Context: an optimization exercise on an open-source flow, tuned for small area and few clock cycles per item. The choices shown serve that exercise and are no tape-out recipe. No functional check of the RTL was part of this run.

File: flow/config.mk
export PLATFORM = sky130hd
export DESIGN_NAME = rs_c3_enc
export DESIGN_NICKNAME = rs_c3_enc
export VERILOG_FILES = /design/flow/design.v
export SDC_FILE = /design/flow/constraint.sdc
export NUM_CORES = 4
export LEC_CHECK = 0
export CAP_MARGIN = 20
export CORE_MARGIN = 2
export CORE_UTILIZATION = 40
export PLACE_DENSITY = 0.6
export SLEW_MARGIN = 20
File: flow/constraint.sdc
create_clock -name core_clock -period 4.0 [get_ports {clk}]
set_input_delay 0.8000 -clock core_clock [delete_from_list [all_inputs] [get_ports {clk}]]
set_output_delay 0.8000 -clock core_clock [all_outputs]
set_load 0.01 [all_outputs]
File: flow/design.v
module rs_c3_enc (
    input  wire        clk,
    input  wire        rst,
    input  wire        in_valid,
    output wire        in_ready,
    input  wire [15:0] in_data,
    output wire        out_valid,
    input  wire        out_ready,
    output wire [15:0] out_data,
    output wire        out_last
);
    localparam integer K    = 240;
    localparam integer NPAR = 16;
    localparam [15:0] G0  = 16'h536b, G1  = 16'he09a, G2  = 16'hb73a, G3  = 16'h1c76,
                      G4  = 16'h71d1, G5  = 16'hb682, G6  = 16'h62cd, G7  = 16'h1728,
                      G8  = 16'h7f6e, G9  = 16'h7886, G10 = 16'h38b1, G11 = 16'hdebd,
                      G12 = 16'hf945, G13 = 16'hea7a, G14 = 16'hc3d0, G15 = 16'h9b01;
    function [7:0] gf8_mul(input [7:0] a, input [7:0] b);
        integer i;
        reg [7:0] p, t;
        begin
            p = 8'h00;
            t = a;
            for (i = 0; i < 8; i = i + 1) begin
                if (b[i]) p = p ^ t;
                t = {t[6:0], 1'b0} ^ (t[7] ? 8'h1d : 8'h00);
            end
            gf8_mul = p;
        end
    endfunction
    function [15:0] gf16_mul(input [15:0] a, input [15:0] b);
        reg [7:0] hh;
        begin
            hh = gf8_mul(a[15:8], b[15:8]);
            gf16_mul[15:8] = hh ^ gf8_mul(a[15:8], b[7:0]) ^ gf8_mul(a[7:0], b[15:8]);
            gf16_mul[7:0]  = gf8_mul(a[7:0], b[7:0]) ^ gf8_mul(8'h20, hh);
        end
    endfunction
    reg [15:0] par [0:NPAR-1];    
    reg        emitting;          
    reg [7:0]  in_cnt;            
    reg [3:0]  out_cnt;           
    wire        take = in_valid && !emitting;
    wire        give = out_ready && emitting;
    wire [15:0] fb   = in_data ^ par[NPAR-1];
    wire [15:0] gprod [0:NPAR-1];
    assign gprod[0]  = gf16_mul(fb, G0);
    assign gprod[1]  = gf16_mul(fb, G1);
    assign gprod[2]  = gf16_mul(fb, G2);
    assign gprod[3]  = gf16_mul(fb, G3);
    assign gprod[4]  = gf16_mul(fb, G4);
    assign gprod[5]  = gf16_mul(fb, G5);
    assign gprod[6]  = gf16_mul(fb, G6);
    assign gprod[7]  = gf16_mul(fb, G7);
    assign gprod[8]  = gf16_mul(fb, G8);
    assign gprod[9]  = gf16_mul(fb, G9);
    assign gprod[10] = gf16_mul(fb, G10);
    assign gprod[11] = gf16_mul(fb, G11);
    assign gprod[12] = gf16_mul(fb, G12);
    assign gprod[13] = gf16_mul(fb, G13);
    assign gprod[14] = gf16_mul(fb, G14);
    assign gprod[15] = gf16_mul(fb, G15);
    integer k;
    always @(posedge clk) begin
        if (rst) begin
            for (k = 0; k < NPAR; k = k + 1) par[k] <= 16'h0000;
            emitting <= 1'b0;
            in_cnt   <= 8'd0;
            out_cnt  <= 4'd0;
        end else if (take) begin
            par[0] <= gprod[0];
            for (k = 1; k < NPAR; k = k + 1) par[k] <= par[k-1] ^ gprod[k];
            if (in_cnt == K - 1) begin
                in_cnt   <= 8'd0;
                emitting <= 1'b1;
            end else begin
                in_cnt <= in_cnt + 8'd1;
            end
        end else if (give) begin
            par[0] <= 16'h0000;
            for (k = 1; k < NPAR; k = k + 1) par[k] <= par[k-1];
            if (out_cnt == NPAR - 1) begin
                out_cnt  <= 4'd0;
                emitting <= 1'b0;
            end else begin
                out_cnt <= out_cnt + 4'd1;
            end
        end
    end
    assign in_ready  = !emitting;
    assign out_valid = emitting;
    assign out_data  = par[NPAR-1];
    assign out_last  = emitting && (out_cnt == NPAR - 1);
endmodule
File: flow/run.sh
#!/bin/bash
# synth_recipe.tcl (not shown) runs the flow's synth.tcl, then flattens the netlist and writes it again
# the make line also repeats each setting of config.mk as NAME=value (left out here)
make -C /OpenROAD-flow-scripts/flow DESIGN_CONFIG=/design/flow/config.mk WORK_HOME=/design/flow/orfs CLKGATE_MAP_FILE= SYNTH_SCRIPT=/design/flow/synth_recipe.tcl finish
==> out/summary.txt <==
status: timing/DRC/antenna clean
Initial Util: 40.5%
HP Class: register to register
Yosys cell types: 50
initial antenna violation count: 0
share of the synthesized area in the top cell type: 27.2%
RD Place Congestion: 1.00
max incr delay on CP: 0.91 ns
Synth Flop Type: dfxtp_1
clock sink count: 269
largest net degree at the start of global routing: 229
met1 GRT Util: 42.1%
Cell Area, Placed: 22700 sq um
number of synthesized flops with an enable pin: 0
Die W: 227 microns
num rows: 81
Crit path top cell by count: xnor2_1
CP max stage cell: xnor2_1
count leader, synth: xnor2_1
period utilization: 92.9%
DP HPWL: 57.2 mm
Post-Syn Nets: 2173
gr ovfl total: 0
flops & latches, synth: 269
vias in the first global route: 16400
nets: 2336
Final Max Tran Viols: 0
first-pass GRT wire length: 111 mm
clock latency on the worst-skew pair: 0.61 ns
DR vias: 17200
Die H: 227 microns
DRC viols: 0
Hold-fix buffers, CTS: 0
DRT iter0 DRCs: 1728
Core Footprint: 49000 sq um
Design Area, Final: 23800 sq um
Synth area leader: dfxtp_1
Max Fclk: 269 MHz
post-layout min period: 3.72 ns
CP endpoint kind: register
Commonest cells post-synth: xnor2_1, nor2_1, dfxtp_1
RSZ-0062 raised after global routing: false
die footprint: 51400 sq um
Worst Path Max Fanout: 5
CTS buffer count: 31
CP Cell Sequence: clkdlybuf4s50_1 > xnor2_2 > xnor2_1 > xnor3_1 > buf_4 > xnor2_1 > o21ai_0 > a222oi_1 > nor2_1
syn avg cell area: 9.22 sq um
Slew HR: 29.2%
Most Crowded Layer GR: met2
per-cell routed wire length: 25.3 microns
Synth async-reset ratio: 0%
Reg clk slew, reported paths: 0.06 ns
GRT Total Usage: 29.8%
I/O pins: 39
Worst Path Arrival: 4.20 ns
Syn Inst Count: 2151
share of cells above drive strength 1: 16.5%
root buffer cell: clkbuf_16
area of the mapped netlist: 19800 sq um
Final Hold Fails: 0
Inserted Diodes: 0
vias per cell: 5.72
met2 GRT Util: 47.0%
TritonRoute pass-1 iters: 7
Crit Path Class: primary input to register
postcts setup bufs: 0
MaxCap Viol Count: 0
Max H-tree Level: 1
Seq/Total Area, Yosys: 27.2%
worst clock skew: 0.0309 ns
Least-Margin Pin Slew: 1.06 ns
Synth area leaders: dfxtp_1, xnor2_1, xnor3_1, nor2_1, xor2_1
Antenna Violating Nets Remaining: 0
IO buf count: 38
synthesis-to-layout area growth: 20.2%
met3 Usage GRT: 3.20%
clock tree buffer depth: 3
Finish-stage setup viols: 0
setup TNS: 0 ns
Post-Route WL: 76.1 mm
Req. time, crit path: 4.48 ns
Yosys warnings: 2
CP Launch Type: primary input
clock tree from TritonCTS: done
Post-CTS Resized: 0
## worst paths after layout
path                            startpoint         to  slack (ns)  cells after the start
worst max register to register  par[15][0]  par[3][2]        0.46                      8
worst min register to register   par[2][3]  par[2][3]        0.46                      2
worst min-delay path             par[2][3]  par[2][3]        0.46                      2
worst max-delay path            in_data[0]  par[3][2]        0.28                      9
## metrics by stage
stage | hold slack, ns | setup WS, ns | util (%) | std cells
finish | 0.464 | 0.285 | 48.7 | 3003
global route | 0.478 | 0.293 | 48.7 | 3003
CTS | 0.465 | 0.448 | 48.7 | 3003
detailed placement | 0.456 | -0.179 | 46.4 | 2945
global placement | 0.447 | -0.148 | 46.3 | 2945
floorplan | 0.435 | 0.636 | - | 2151
## critical path: cells and delay by family
family / cells / cell delay [ns]
buffers and inverters: 2 / 0.65
AO/OA/AOI/OAI: 2 / 0.39
AND/OR/NAND/NOR: 1 / 0.08
XOR/XNOR: 4 / 2.26
## state kept, by name, summed over array words and instances, names as in the netlist
signal / count
par: 256
out_cnt: 4
in_cnt: 8
emitting: 1
## layer usage
layer	up-vias	part of all wire, %
met1	8423	44
met5	-	0
met2	707	45
met3	136	7.1
met4	0	3.9
li1	7914	-
## final cells by class
type	instances	area, sq um
clock buffer	39	876
clock inverter	19	253
fill	4595	25100
inverter	9	33.8
multi-input combinational	1712	13800
sequential	269	5390
tap	664	831
timing repair buffer	291	2620
## cells in the final DEF, fill, tap and decap left out, drive strengths merged, types with 10 or more instances in the layout
cell type	count
a211oi	62
a21oi	38
a222oi	32
a22oi	34
a311oi	77
a31oi	39
and3	20
buf	253
clkbuf	40
clkdlybuf4s50	37
clkinv	11
dfxtp	269
inv	11
nand2	86
nand3	20
nor2	271
nor3	10
nor4	19
o211ai	30
o21ai	116
or3	109
xnor2	503
xnor3	89
xor2	111
## logic make-up (layout without fill, tap and decap cells)
group	after synthesis	count (layout)	share of synthesized area, %
AOI/OAI and AO/OA	452	452	16.0
xor gates and xnor gates	705	705	40.3
adders and majority gates	2	2	0.126
buffers and inverters	170	358	3.54
DFF	269	269	27.2
muxes	5	5	0.278
and+or+nand+nor	548	548	12.6

## re-timing with driven ports
The results above use ideal ports. As a check the final layout listed here was re-extracted and re-timed, cells and wires unchanged. Step 1 (the two cells are an assumption about what drives the block):
set clk [get_ports {clk}]
set_driving_cell -lib_cell sky130_fd_sc_hd__clkbuf_16 $clk
set_driving_cell -lib_cell sky130_fd_sc_hd__buf_2 [delete_from_list [all_inputs] $clk]
Step 2 times the ports against the registers' clock, not the clock port: input delays grow and output delays shrink by t, the midpoint of the rising clock arrivals with the driver on. Three values: ideal, step 1, step 2; two values: the first two.
shift t [ns]: 0.655
setup slack, ns: 0.285 / 0.324 / -0.331
worst setup path at the end: input to register
latest minus earliest clock arrival (ns): 0.031 / 0.031
slew at the worst register clock pin (ns): 0.07 / 0.07
With both steps, setup timing fails in this run, where it was met with ideal ports. For this run, drivers alone change the setup slack by +0.039 ns; drivers and shift together by -0.616 ns.
